What follows belongs to an exercise in optimizing a design on an open flow for small area, a short achievable clock period and few clock cycles per item; a production flow would make more cautious choices.
Only simulation tests tie the RTL to the original design; equivalence was not proved.
Power figures rest on the tool's default switching activity, not on a simulated workload.

==> flow/config.mk <==
export PLATFORM = sky130hd
export DESIGN_NAME = div_unit
export DESIGN_NICKNAME = div_unit
export VERILOG_FILES = /design/flow/design.v
export SDC_FILE = /design/flow/constraint.sdc
export NUM_CORES = 4
export LEC_CHECK = 0
export CAP_MARGIN = 20
export CORE_MARGIN = 2
export CORE_UTILIZATION = 40
export PLACE_DENSITY = 0.6
export SETUP_SLACK_MARGIN = 5
export SLEW_MARGIN = 20
==> flow/constraint.sdc <==
create_clock -name core_clock -period 11.5 [get_ports {clk}]
set_input_delay 2.3000 -clock core_clock [delete_from_list [all_inputs] [get_ports {clk}]]
set_output_delay 2.3000 -clock core_clock [all_outputs]
set_load 0.01 [all_outputs]
==> flow/design.v <==
module div_unit (
    input  wire        clk,
    input  wire        rst,           
    input  wire        in_valid,
    output wire        in_ready,
    input  wire [63:0] in_a,          
    input  wire [63:0] in_b,          
    input  wire        in_signed,
    input  wire        in_w32,
    output reg         out_valid,
    output wire [63:0] out_q,         
    output wire [63:0] out_r,         
    output wire        out_z,
    output wire        out_n,
    output wire        out_c,
    output wire        out_v
);
    genvar gi;
    reg         busy;
    reg  [4:0]  cnt;
    reg  [63:0] a;           
    reg  [63:0] r;           
    reg  [63:0] qd;          
    reg         cin;         
    reg         sgn, w32, nega, qneg, dz;
    assign in_ready = ~busy;
    wire        x_neg  = in_signed & (in_w32 ? in_a[31] : in_a[63]);
    wire [63:0] x_mag_o0 = in_a;
    wire [63:0] x_mag_o1;
    generate for (gi = 0; gi < 64; gi = gi + 1) begin : x_mag_l0
        if (gi >= 1) assign x_mag_o1[gi] = x_mag_o0[gi] | x_mag_o0[gi-1];
        else assign x_mag_o1[gi] = x_mag_o0[gi];
    end endgenerate
    wire [63:0] x_mag_o2;
    generate for (gi = 0; gi < 64; gi = gi + 1) begin : x_mag_l1
        if (gi >= 2) assign x_mag_o2[gi] = x_mag_o1[gi] | x_mag_o1[gi-2];
        else assign x_mag_o2[gi] = x_mag_o1[gi];
    end endgenerate
    wire [63:0] x_mag_o3;
    generate for (gi = 0; gi < 64; gi = gi + 1) begin : x_mag_l2
        if (gi >= 4) assign x_mag_o3[gi] = x_mag_o2[gi] | x_mag_o2[gi-4];
        else assign x_mag_o3[gi] = x_mag_o2[gi];
    end endgenerate
    wire [63:0] x_mag_o4;
    generate for (gi = 0; gi < 64; gi = gi + 1) begin : x_mag_l3
        if (gi >= 8) assign x_mag_o4[gi] = x_mag_o3[gi] | x_mag_o3[gi-8];
        else assign x_mag_o4[gi] = x_mag_o3[gi];
    end endgenerate
    wire [63:0] x_mag_o5;
    generate for (gi = 0; gi < 64; gi = gi + 1) begin : x_mag_l4
        if (gi >= 16) assign x_mag_o5[gi] = x_mag_o4[gi] | x_mag_o4[gi-16];
        else assign x_mag_o5[gi] = x_mag_o4[gi];
    end endgenerate
    wire [63:0] x_mag_o6;
    generate for (gi = 0; gi < 64; gi = gi + 1) begin : x_mag_l5
        if (gi >= 32) assign x_mag_o6[gi] = x_mag_o5[gi] | x_mag_o5[gi-32];
        else assign x_mag_o6[gi] = x_mag_o5[gi];
    end endgenerate
    wire [63:0] x_mag = x_mag_o0 ^ ({64{x_neg}} & {x_mag_o6[62:0], 1'b0});
    wire [63:0] a_init = in_w32 ? {x_mag[31:0], 32'd0} : x_mag;
    wire        d_neg  = in_signed & (in_w32 ? in_b[31] : in_b[63]);
    wire [63:0] d_ext  = in_w32 ? {{32{d_neg}}, in_b[31:0]} : in_b;
    wire [67:0] p  = {2'b00, r, a[63:62]};
    wire [67:0] m1 = {4'b1111, qd};
    wire [67:0] m2 = {3'b111, qd, cin};
    wire [67:0] s1_p = p ^ m1;
    wire [68:0] s1_g0 = {p & m1, cin};
    wire [68:0] s1_t0 = {s1_p, 1'b0};
    wire [68:0] s1_g1, s1_t1;
    generate for (gi = 0; gi < 69; gi = gi + 1) begin : s1_l0
        if (gi >= 1) begin
            assign s1_g1[gi] = s1_g0[gi] | (s1_t0[gi] & s1_g0[gi-1]);
            assign s1_t1[gi] = s1_t0[gi] & s1_t0[gi-1];
        end else begin
            assign s1_g1[gi] = s1_g0[gi];
            assign s1_t1[gi] = s1_t0[gi];
        end
    end endgenerate
    wire [68:0] s1_g2, s1_t2;
    generate for (gi = 0; gi < 69; gi = gi + 1) begin : s1_l1
        if (gi >= 2) begin
            assign s1_g2[gi] = s1_g1[gi] | (s1_t1[gi] & s1_g1[gi-2]);
            assign s1_t2[gi] = s1_t1[gi] & s1_t1[gi-2];
        end else begin
            assign s1_g2[gi] = s1_g1[gi];
            assign s1_t2[gi] = s1_t1[gi];
        end
    end endgenerate
    wire [68:0] s1_g3, s1_t3;
    generate for (gi = 0; gi < 69; gi = gi + 1) begin : s1_l2
        if (gi >= 4) begin
            assign s1_g3[gi] = s1_g2[gi] | (s1_t2[gi] & s1_g2[gi-4]);
            assign s1_t3[gi] = s1_t2[gi] & s1_t2[gi-4];
        end else begin
            assign s1_g3[gi] = s1_g2[gi];
            assign s1_t3[gi] = s1_t2[gi];
        end
    end endgenerate
    wire [68:0] s1_g4, s1_t4;
    generate for (gi = 0; gi < 69; gi = gi + 1) begin : s1_l3
        if (gi >= 8) begin
            assign s1_g4[gi] = s1_g3[gi] | (s1_t3[gi] & s1_g3[gi-8]);
            assign s1_t4[gi] = s1_t3[gi] & s1_t3[gi-8];
        end else begin
            assign s1_g4[gi] = s1_g3[gi];
            assign s1_t4[gi] = s1_t3[gi];
        end
    end endgenerate
    wire [68:0] s1_g5, s1_t5;
    generate for (gi = 0; gi < 69; gi = gi + 1) begin : s1_l4
        if (gi >= 16) begin
            assign s1_g5[gi] = s1_g4[gi] | (s1_t4[gi] & s1_g4[gi-16]);
            assign s1_t5[gi] = s1_t4[gi] & s1_t4[gi-16];
        end else begin
            assign s1_g5[gi] = s1_g4[gi];
            assign s1_t5[gi] = s1_t4[gi];
        end
    end endgenerate
    wire [68:0] s1_g6, s1_t6;
    generate for (gi = 0; gi < 69; gi = gi + 1) begin : s1_l5
        if (gi >= 32) begin
            assign s1_g6[gi] = s1_g5[gi] | (s1_t5[gi] & s1_g5[gi-32]);
            assign s1_t6[gi] = s1_t5[gi] & s1_t5[gi-32];
        end else begin
            assign s1_g6[gi] = s1_g5[gi];
            assign s1_t6[gi] = s1_t5[gi];
        end
    end endgenerate
    wire [68:0] s1_g7, s1_t7;
    generate for (gi = 0; gi < 69; gi = gi + 1) begin : s1_l6
        if (gi >= 64) begin
            assign s1_g7[gi] = s1_g6[gi] | (s1_t6[gi] & s1_g6[gi-64]);
            assign s1_t7[gi] = s1_t6[gi] & s1_t6[gi-64];
        end else begin
            assign s1_g7[gi] = s1_g6[gi];
            assign s1_t7[gi] = s1_t6[gi];
        end
    end endgenerate
    wire [67:0] s1 = s1_p ^ s1_g7[67:0];
    wire [67:0] s2_p = p ^ m2;
    wire [68:0] s2_g0 = {p & m2, cin};
    wire [68:0] s2_t0 = {s2_p, 1'b0};
    wire [68:0] s2_g1, s2_t1;
    generate for (gi = 0; gi < 69; gi = gi + 1) begin : s2_l0
        if (gi >= 1) begin
            assign s2_g1[gi] = s2_g0[gi] | (s2_t0[gi] & s2_g0[gi-1]);
            assign s2_t1[gi] = s2_t0[gi] & s2_t0[gi-1];
        end else begin
            assign s2_g1[gi] = s2_g0[gi];
            assign s2_t1[gi] = s2_t0[gi];
        end
    end endgenerate
    wire [68:0] s2_g2, s2_t2;
    generate for (gi = 0; gi < 69; gi = gi + 1) begin : s2_l1
        if (gi >= 2) begin
            assign s2_g2[gi] = s2_g1[gi] | (s2_t1[gi] & s2_g1[gi-2]);
            assign s2_t2[gi] = s2_t1[gi] & s2_t1[gi-2];
        end else begin
            assign s2_g2[gi] = s2_g1[gi];
            assign s2_t2[gi] = s2_t1[gi];
        end
    end endgenerate
    wire [68:0] s2_g3, s2_t3;
    generate for (gi = 0; gi < 69; gi = gi + 1) begin : s2_l2
        if (gi >= 4) begin
            assign s2_g3[gi] = s2_g2[gi] | (s2_t2[gi] & s2_g2[gi-4]);
            assign s2_t3[gi] = s2_t2[gi] & s2_t2[gi-4];
        end else begin
            assign s2_g3[gi] = s2_g2[gi];
            assign s2_t3[gi] = s2_t2[gi];
        end
    end endgenerate
    wire [68:0] s2_g4, s2_t4;
    generate for (gi = 0; gi < 69; gi = gi + 1) begin : s2_l3
        if (gi >= 8) begin
            assign s2_g4[gi] = s2_g3[gi] | (s2_t3[gi] & s2_g3[gi-8]);
            assign s2_t4[gi] = s2_t3[gi] & s2_t3[gi-8];
        end else begin
            assign s2_g4[gi] = s2_g3[gi];
            assign s2_t4[gi] = s2_t3[gi];
        end
    end endgenerate
    wire [68:0] s2_g5, s2_t5;
    generate for (gi = 0; gi < 69; gi = gi + 1) begin : s2_l4
        if (gi >= 16) begin
            assign s2_g5[gi] = s2_g4[gi] | (s2_t4[gi] & s2_g4[gi-16]);
            assign s2_t5[gi] = s2_t4[gi] & s2_t4[gi-16];
        end else begin
            assign s2_g5[gi] = s2_g4[gi];
            assign s2_t5[gi] = s2_t4[gi];
        end
    end endgenerate
    wire [68:0] s2_g6, s2_t6;
    generate for (gi = 0; gi < 69; gi = gi + 1) begin : s2_l5
        if (gi >= 32) begin
            assign s2_g6[gi] = s2_g5[gi] | (s2_t5[gi] & s2_g5[gi-32]);
            assign s2_t6[gi] = s2_t5[gi] & s2_t5[gi-32];
        end else begin
            assign s2_g6[gi] = s2_g5[gi];
            assign s2_t6[gi] = s2_t5[gi];
        end
    end endgenerate
    wire [68:0] s2_g7, s2_t7;
    generate for (gi = 0; gi < 69; gi = gi + 1) begin : s2_l6
        if (gi >= 64) begin
            assign s2_g7[gi] = s2_g6[gi] | (s2_t6[gi] & s2_g6[gi-64]);
            assign s2_t7[gi] = s2_t6[gi] & s2_t6[gi-64];
        end else begin
            assign s2_g7[gi] = s2_g6[gi];
            assign s2_t7[gi] = s2_t6[gi];
        end
    end endgenerate
    wire [67:0] s2 = s2_p ^ s2_g7[67:0];
    wire [67:0] cs_s = p ^ m1 ^ m2;
    wire [67:0] cs_c = (p & m1) | (p & m2) | (m1 & m2);
    wire [67:0] cs_cc = {cs_c[66:0], cin};
    wire [67:0] s3_p = cs_s ^ cs_cc;
    wire [68:0] s3_g0 = {cs_s & cs_cc, cin};
    wire [68:0] s3_t0 = {s3_p, 1'b0};
    wire [68:0] s3_g1, s3_t1;
    generate for (gi = 0; gi < 69; gi = gi + 1) begin : s3_l0
        if (gi >= 1) begin
            assign s3_g1[gi] = s3_g0[gi] | (s3_t0[gi] & s3_g0[gi-1]);
            assign s3_t1[gi] = s3_t0[gi] & s3_t0[gi-1];
        end else begin
            assign s3_g1[gi] = s3_g0[gi];
            assign s3_t1[gi] = s3_t0[gi];
        end
    end endgenerate
    wire [68:0] s3_g2, s3_t2;
    generate for (gi = 0; gi < 69; gi = gi + 1) begin : s3_l1
        if (gi >= 2) begin
            assign s3_g2[gi] = s3_g1[gi] | (s3_t1[gi] & s3_g1[gi-2]);
            assign s3_t2[gi] = s3_t1[gi] & s3_t1[gi-2];
        end else begin
            assign s3_g2[gi] = s3_g1[gi];
            assign s3_t2[gi] = s3_t1[gi];
        end
    end endgenerate
    wire [68:0] s3_g3, s3_t3;
    generate for (gi = 0; gi < 69; gi = gi + 1) begin : s3_l2
        if (gi >= 4) begin
            assign s3_g3[gi] = s3_g2[gi] | (s3_t2[gi] & s3_g2[gi-4]);
            assign s3_t3[gi] = s3_t2[gi] & s3_t2[gi-4];
        end else begin
            assign s3_g3[gi] = s3_g2[gi];
            assign s3_t3[gi] = s3_t2[gi];
        end
    end endgenerate
    wire [68:0] s3_g4, s3_t4;
    generate for (gi = 0; gi < 69; gi = gi + 1) begin : s3_l3
        if (gi >= 8) begin
            assign s3_g4[gi] = s3_g3[gi] | (s3_t3[gi] & s3_g3[gi-8]);
            assign s3_t4[gi] = s3_t3[gi] & s3_t3[gi-8];
        end else begin
            assign s3_g4[gi] = s3_g3[gi];
            assign s3_t4[gi] = s3_t3[gi];
        end
    end endgenerate
    wire [68:0] s3_g5, s3_t5;
    generate for (gi = 0; gi < 69; gi = gi + 1) begin : s3_l4
        if (gi >= 16) begin
            assign s3_g5[gi] = s3_g4[gi] | (s3_t4[gi] & s3_g4[gi-16]);
            assign s3_t5[gi] = s3_t4[gi] & s3_t4[gi-16];
        end else begin
            assign s3_g5[gi] = s3_g4[gi];
            assign s3_t5[gi] = s3_t4[gi];
        end
    end endgenerate
    wire [68:0] s3_g6, s3_t6;
    generate for (gi = 0; gi < 69; gi = gi + 1) begin : s3_l5
        if (gi >= 32) begin
            assign s3_g6[gi] = s3_g5[gi] | (s3_t5[gi] & s3_g5[gi-32]);
            assign s3_t6[gi] = s3_t5[gi] & s3_t5[gi-32];
        end else begin
            assign s3_g6[gi] = s3_g5[gi];
            assign s3_t6[gi] = s3_t5[gi];
        end
    end endgenerate
    wire [68:0] s3_g7, s3_t7;
    generate for (gi = 0; gi < 69; gi = gi + 1) begin : s3_l6
        if (gi >= 64) begin
            assign s3_g7[gi] = s3_g6[gi] | (s3_t6[gi] & s3_g6[gi-64]);
            assign s3_t7[gi] = s3_t6[gi] & s3_t6[gi-64];
        end else begin
            assign s3_g7[gi] = s3_g6[gi];
            assign s3_t7[gi] = s3_t6[gi];
        end
    end endgenerate
    wire [67:0] s3 = s3_p ^ s3_g7[67:0];
    wire        d1 = ~s1[67];
    wire        d2 = ~s2[67];
    wire        d3 = ~s3[67];
    wire [63:0] r_nx = d3 ? s3[63:0] : d2 ? s2[63:0] : d1 ? s1[63:0] : p[63:0];
    wire [1:0]  qdig = {d2, d3 | (d1 & ~d2)};
    wire        last = (cnt[3:0] == 4'd15) & (w32 | cnt[4]);
    wire [63:0] q_sgn_o0 = a;
    wire [63:0] q_sgn_o1;
    generate for (gi = 0; gi < 64; gi = gi + 1) begin : q_sgn_l0
        if (gi >= 1) assign q_sgn_o1[gi] = q_sgn_o0[gi] | q_sgn_o0[gi-1];
        else assign q_sgn_o1[gi] = q_sgn_o0[gi];
    end endgenerate
    wire [63:0] q_sgn_o2;
    generate for (gi = 0; gi < 64; gi = gi + 1) begin : q_sgn_l1
        if (gi >= 2) assign q_sgn_o2[gi] = q_sgn_o1[gi] | q_sgn_o1[gi-2];
        else assign q_sgn_o2[gi] = q_sgn_o1[gi];
    end endgenerate
    wire [63:0] q_sgn_o3;
    generate for (gi = 0; gi < 64; gi = gi + 1) begin : q_sgn_l2
        if (gi >= 4) assign q_sgn_o3[gi] = q_sgn_o2[gi] | q_sgn_o2[gi-4];
        else assign q_sgn_o3[gi] = q_sgn_o2[gi];
    end endgenerate
    wire [63:0] q_sgn_o4;
    generate for (gi = 0; gi < 64; gi = gi + 1) begin : q_sgn_l3
        if (gi >= 8) assign q_sgn_o4[gi] = q_sgn_o3[gi] | q_sgn_o3[gi-8];
        else assign q_sgn_o4[gi] = q_sgn_o3[gi];
    end endgenerate
    wire [63:0] q_sgn_o5;
    generate for (gi = 0; gi < 64; gi = gi + 1) begin : q_sgn_l4
        if (gi >= 16) assign q_sgn_o5[gi] = q_sgn_o4[gi] | q_sgn_o4[gi-16];
        else assign q_sgn_o5[gi] = q_sgn_o4[gi];
    end endgenerate
    wire [63:0] q_sgn_o6;
    generate for (gi = 0; gi < 64; gi = gi + 1) begin : q_sgn_l5
        if (gi >= 32) assign q_sgn_o6[gi] = q_sgn_o5[gi] | q_sgn_o5[gi-32];
        else assign q_sgn_o6[gi] = q_sgn_o5[gi];
    end endgenerate
    wire [63:0] q_sgn = q_sgn_o0 ^ ({64{qneg}} & {q_sgn_o6[62:0], 1'b0});
    wire [63:0] r_full_o0 = r;
    wire [63:0] r_full_o1;
    generate for (gi = 0; gi < 64; gi = gi + 1) begin : r_full_l0
        if (gi >= 1) assign r_full_o1[gi] = r_full_o0[gi] | r_full_o0[gi-1];
        else assign r_full_o1[gi] = r_full_o0[gi];
    end endgenerate
    wire [63:0] r_full_o2;
    generate for (gi = 0; gi < 64; gi = gi + 1) begin : r_full_l1
        if (gi >= 2) assign r_full_o2[gi] = r_full_o1[gi] | r_full_o1[gi-2];
        else assign r_full_o2[gi] = r_full_o1[gi];
    end endgenerate
    wire [63:0] r_full_o3;
    generate for (gi = 0; gi < 64; gi = gi + 1) begin : r_full_l2
        if (gi >= 4) assign r_full_o3[gi] = r_full_o2[gi] | r_full_o2[gi-4];
        else assign r_full_o3[gi] = r_full_o2[gi];
    end endgenerate
    wire [63:0] r_full_o4;
    generate for (gi = 0; gi < 64; gi = gi + 1) begin : r_full_l3
        if (gi >= 8) assign r_full_o4[gi] = r_full_o3[gi] | r_full_o3[gi-8];
        else assign r_full_o4[gi] = r_full_o3[gi];
    end endgenerate
    wire [63:0] r_full_o5;
    generate for (gi = 0; gi < 64; gi = gi + 1) begin : r_full_l4
        if (gi >= 16) assign r_full_o5[gi] = r_full_o4[gi] | r_full_o4[gi-16];
        else assign r_full_o5[gi] = r_full_o4[gi];
    end endgenerate
    wire [63:0] r_full_o6;
    generate for (gi = 0; gi < 64; gi = gi + 1) begin : r_full_l5
        if (gi >= 32) assign r_full_o6[gi] = r_full_o5[gi] | r_full_o5[gi-32];
        else assign r_full_o6[gi] = r_full_o5[gi];
    end endgenerate
    wire [63:0] r_full = r_full_o0 ^ ({64{nega}} & {r_full_o6[62:0], 1'b0});
    wire [63:0] q_full = dz ? 64'hFFFF_FFFF_FFFF_FFFF : q_sgn;
    wire        q_ovf  = sgn & (w32 ? (qneg ? (a[31] & (a[30:0] != 31'd0)) : a[31])
                                    : (qneg ? (a[63] & (a[62:0] != 63'd0)) : a[63]));
    assign out_q = w32 ? {{32{sgn & q_full[31]}}, q_full[31:0]} : q_full;
    assign out_r = w32 ? {{32{sgn & r_full[31]}}, r_full[31:0]} : r_full;
    assign out_z = (r == 64'd0);
    assign out_n = out_q[63];
    assign out_c = dz;
    assign out_v = dz | q_ovf;
    always @(posedge clk) begin
        if (busy) begin
            a   <= {a[61:0], qdig};
            r   <= r_nx;
            cnt <= cnt + 5'd1;
        end else begin
            a    <= a_init;
            r    <= 64'd0;
            cnt  <= 5'd0;
            qd   <= d_neg ? d_ext : ~d_ext;
            cin  <= ~d_neg;
            dz   <= (d_ext == 64'd0);
            sgn  <= in_signed;
            w32  <= in_w32;
            nega <= x_neg;
            qneg <= x_neg ^ d_neg;
        end
    end
    always @(posedge clk) begin
        if (rst) begin
            busy      <= 1'b0;
            out_valid <= 1'b0;
        end else begin
            out_valid <= busy & last;
            if (busy)
                busy <= ~last;
            else
                busy <= in_valid;
        end
    end
endmodule
==> flow/run.sh <==
#!/bin/bash
# synth_recipe.tcl (not shown) runs the flow's synth.tcl, then flattens the netlist and writes it again
# the make line also repeats each setting of config.mk as NAME=value (left out here)
make -C /OpenROAD-flow-scripts/flow DESIGN_CONFIG=/design/flow/config.mk WORK_HOME=/design/flow/orfs CLKGATE_MAP_FILE= SYNTH_SCRIPT=/design/flow/synth_recipe.tcl finish
==> flow_summary.ini <==
[synthesis]
synth-edff-count = 70
synth-async-reset-ratio_pct = 0
synthesis.area_sq_um = 26000
seq_area_frac_synth_pct = 18.5
synth_ff_type = dfxtp_1
syn_avg_cell_area_sq_um = 7.63
syn_inst = 3410
ys_types = 87
syn-num-nets = 3806
yosys_warnings = 1
ys_ff_latch = 205

[cts]
cts_root_buf = clkbuf_16
cts_tree = yes
htree_levels = 1
clk_pin_slew_ps = 60
cts_sinks = 205
worstSkewPairLatency_ps = 570
cts_max_path_buffers = 3
cts_made_buffers = 27

[routing]
drc_errors = 0
wl_um = 104000
via_count = 26900
dr.pass1.iters = 6
drt_iter0_markers = 2461
antenna_left = 0
vias_per_cell = 6.03
routedWlPerCell_um = 23.3

[power]
power.internal_mw = 3.50
pwr-share-clk_pct = 12.0
totalPowerFinal_mw = 7.44
switchingPower_mw = 3.93
cellLeakagePower_nw = 12.6
power_frac_seq_pct = 16.0
ir_worst_vdd_uv = 122
pwr-share-comb_pct = 72.0
switching_share_pct = 52.9
power.density_nw_per_um2 = 240

[setup_path]
cp_common_cell = or4_4
critPathLaunchType = flop
critPathTopFamily = simple AND/OR/NAND/NOR gates
critical_path_buf_inv_count = 1
cp.depth = 12
path_cells = or4_4 -> nor4_4 -> or4b_4 -> or4_4 -> or3_4 -> or4_4 -> or4_4 -> nand2b_4 -> o21ai_4 -> xor2_4 -> o21ai_1 -> buf_2
cp_slowest_cell = or4_4
endpoint_kind = output pin
cp.arrival_ps = 4920
reg2regPathDepth = 16
critPathMaxFanout = 4
max_stage_delay_ps = 570
worstSetupPathType = flop to output pin
required_ps = 9200

[layout]
layout-drive-gt1-share_pct = 9.13
final_util_pct = 48.1
nets = 3990
diodes = 0
stdcell_count = 4469
area_growth_pct = 18.9
nFillCells = 6449

[floorplan]
io_pins = 267
die_w_um = 259
start_util_pct = 40.5
die_area_sq_um = 67100
dieHeight_um = 259
core-area_sq_um = 64300
rows = 93

[placement]
numPlacedInstances = 4360
gp_congestion = 0.990
hpwl_um = 81500
io_buffers = 266

[sta]
setup_viol = 0
finalMaxSlewViolations = 0
fin_setup_tns_ps = 0
rsz0062_at_grt = yes
slew_headroom_pct = 17.0
finalCritPeriodShare_pct = 62.8
fmax_mhz = 139
fin_skew_ps = 14.2
hold_viol_final = 0
post-route-min-period_ps = 7220
worst_pin_slew_ps = 1240

[global_routing]
use_met2_pct = 45.7
met1_usage_pct = 41.8
gr-usage-all-layers_pct = 30.0
use_met3_pct = 6.67
grt_pass1_wl_um = 156000
antenna_found_initial = 14
gr-total-overflow = 0
grt_max_degree = 84
grt_pass1_vias = 25600
top_usage_layer = met2

[outcome]
outcome = complete, no violations

[worst_hold_path]
hold_class = flop to flop
hold_path_depth = 1

[flow_run]
maxCapViolations = 0
[layout make-up]
| cell class | instances | area [sq um] | area share [%] |
|---|---|---|---|
| clock inverters | 19 | 188 | 0.606 |
| clock buffers | 30 | 718 | 2.32 |
| well taps | 855 | 1070 | 3.46 |
| multi-input cells | 2930 | 20700 | 67.0 |
| inverters | 87 | 329 | 1.06 |
| repair buffers | 343 | 3070 | 9.93 |
| flip-flops and latches | 205 | 4820 | 15.6 |
[stage by stage]
stage / area, sq um / hold WS, ps / setup WS [ps]
global placement: 29200 / 417 / 3910
CTS: 30600 / 446 / 4300
finish: 31000 / 440 / 4280
detailed placement: 29200 / 432 / 3880
global route: 31000 / 470 / 4200
floorplan: 26000 / 402 / 5000
[worst register-to-register path, stage by stage (launching register included)]
cell and delay, ps:
dfxtp_1 630, inv_1 170, fa_1 520, inv_1 90, ha_1 300, a211oi_1 320
o211a_1 220, o21ai_0 160, o21a_1 240, o311ai_0 640, o31ai_1 310, o221ai_1 640
o21a_1 190, buf_4 500, nand3_2 560, nor3_1 550, a211o_1 150
[kinds of logic (layout without fill, tap and decap cells)]
logic type               count (synthesis)  count (layout)  synth area share [%]
multiplexers                            31              31                  1.24
AND/OR/NAND/NOR                       1030            1034                  19.5
flip-flops                             205             205                  18.5
AO/OA/AOI/OAI                         1183            1183                  28.2
XOR/XNOR                               419             419                  14.1
adder cells (fa/ha/maj)                263             263                  14.5
buffers and inverters                  279             479                  4.06
[registers in the layout (all words and copies together) (netlist names)]
register   count
cin            1
out_valid      1
busy           1
w32            1
qd            64
cnt            5
sgn            1
r             64
qneg           1
dz             1
a             64
nega           1
[what timing repair did]
action	CTS	global route
hold buffers	0	0
setup endpoints to repair	81	87
pin swaps	17	21
setup buffers	34	20
cloned	2	3
resized for setup	232	169
[cells in the final DEF (no fill, tap or decap), types with 48 or more instances in the layout]
cell type        instances
a21o_1                 109
a21oi_1                344
buf_4                   57
clkdlybuf4s50_1        188
dfxtp_1                127
edfxtp_1                70
fa_1                    64
ha_1                   199
inv_1                   85
nand2_1                324
nand2b_1                77
nand3_1                 48
nand4_1                 67
nor2_1                 216
nor3_1                  60
o21ai_0                289
o21bai_1                52
xnor2_1                219
xor2_1                 196
[power groups by stage]
stage          clock [mW]  sequential, mW  combinational [mW]
3_3_place_gp            0            1.18                5.19
6_report            0.891            1.19                5.36
2_1_floorplan           0            1.06                3.59
3_5_place_dp            0            1.18                5.15
5_1_grt             0.926            1.21                5.82
4_1_cts             0.903            1.18                5.22
[per-layer routing]
layer	wire length, um	up-vias
met1	46300	12800
met2	44400	1085
met3	9500	180
met5	167	-
li1	-	12900
met4	3830	26
[Yosys cell counts, types with 23 or more instances]
cell type  number  share of area (%)
a211oi_1       30               0.87
a21oi_1       344                6.6
xor2_1        197                6.6
o21a_1         26               0.75
dfxtp_1       135                 10
o21ai_0       334                6.4
o31ai_1        43                1.2
a31oi_1        26               0.62
o211ai_1       37                1.1
nor3_1         63                1.2
or2_2          23               0.55
nor4_1         35               0.84
nand2b_1       79                1.9
xnor2_1       222                7.5
nand2_1       332                4.8
a21o_1        109                3.1
edfxtp_1       70                8.1
ha_1          199                9.6
o21bai_1       54                1.6
inv_1          86                1.2
nand4_1        67                1.6
and3_1         30               0.72
or3_1          32               0.77
nand3_1        53                1.0
fa_1           64                4.9
clkbuf_1      175                2.5
nor2_1        220                3.2
[final timing paths]
path / startpoint / end / slack (ps)
max: r[2] / out_r[63] / 4280
min: cnt[0] / cnt[0] / 440
max reg2reg: a[62] / r[58] / 5260
min reg2reg: cnt[0] / cnt[0] / 440
Testbench counts, summed over its fixed seeds: cycles 200,728, divs 8,000.

re-timing with driven ports:
The results above use ideal ports. As a check the final layout listed here was re-extracted and re-timed, cells and wires unchanged.
Step 1: set_driving_cell puts a clkbuf_16 on clk and a buf_2 on each other input, an assumption about the parent block.
Step 2 adds t to the input delays and takes it off the output delays; t is the mean of the earliest and latest rising clock arrival at the registers after step 1. Input paths then give back, and output paths get back, about the clock's delay inside the block.
Slacks: ideal ports / drivers / drivers and shift; pairs: ideal ports / drivers.
t (ns): 0.619
setup WS [ns]: 4.281 / 4.221 / 4.654
hold WS [ns]: 0.440 / 0.440 / 0.440
worst setup path after step 2: input to register
pins driven straight from the clock port: 1
After both steps this run still meets setup and hold. The setup slack of this run moves by -0.060 ns with the drivers and by +0.373 ns with both steps.
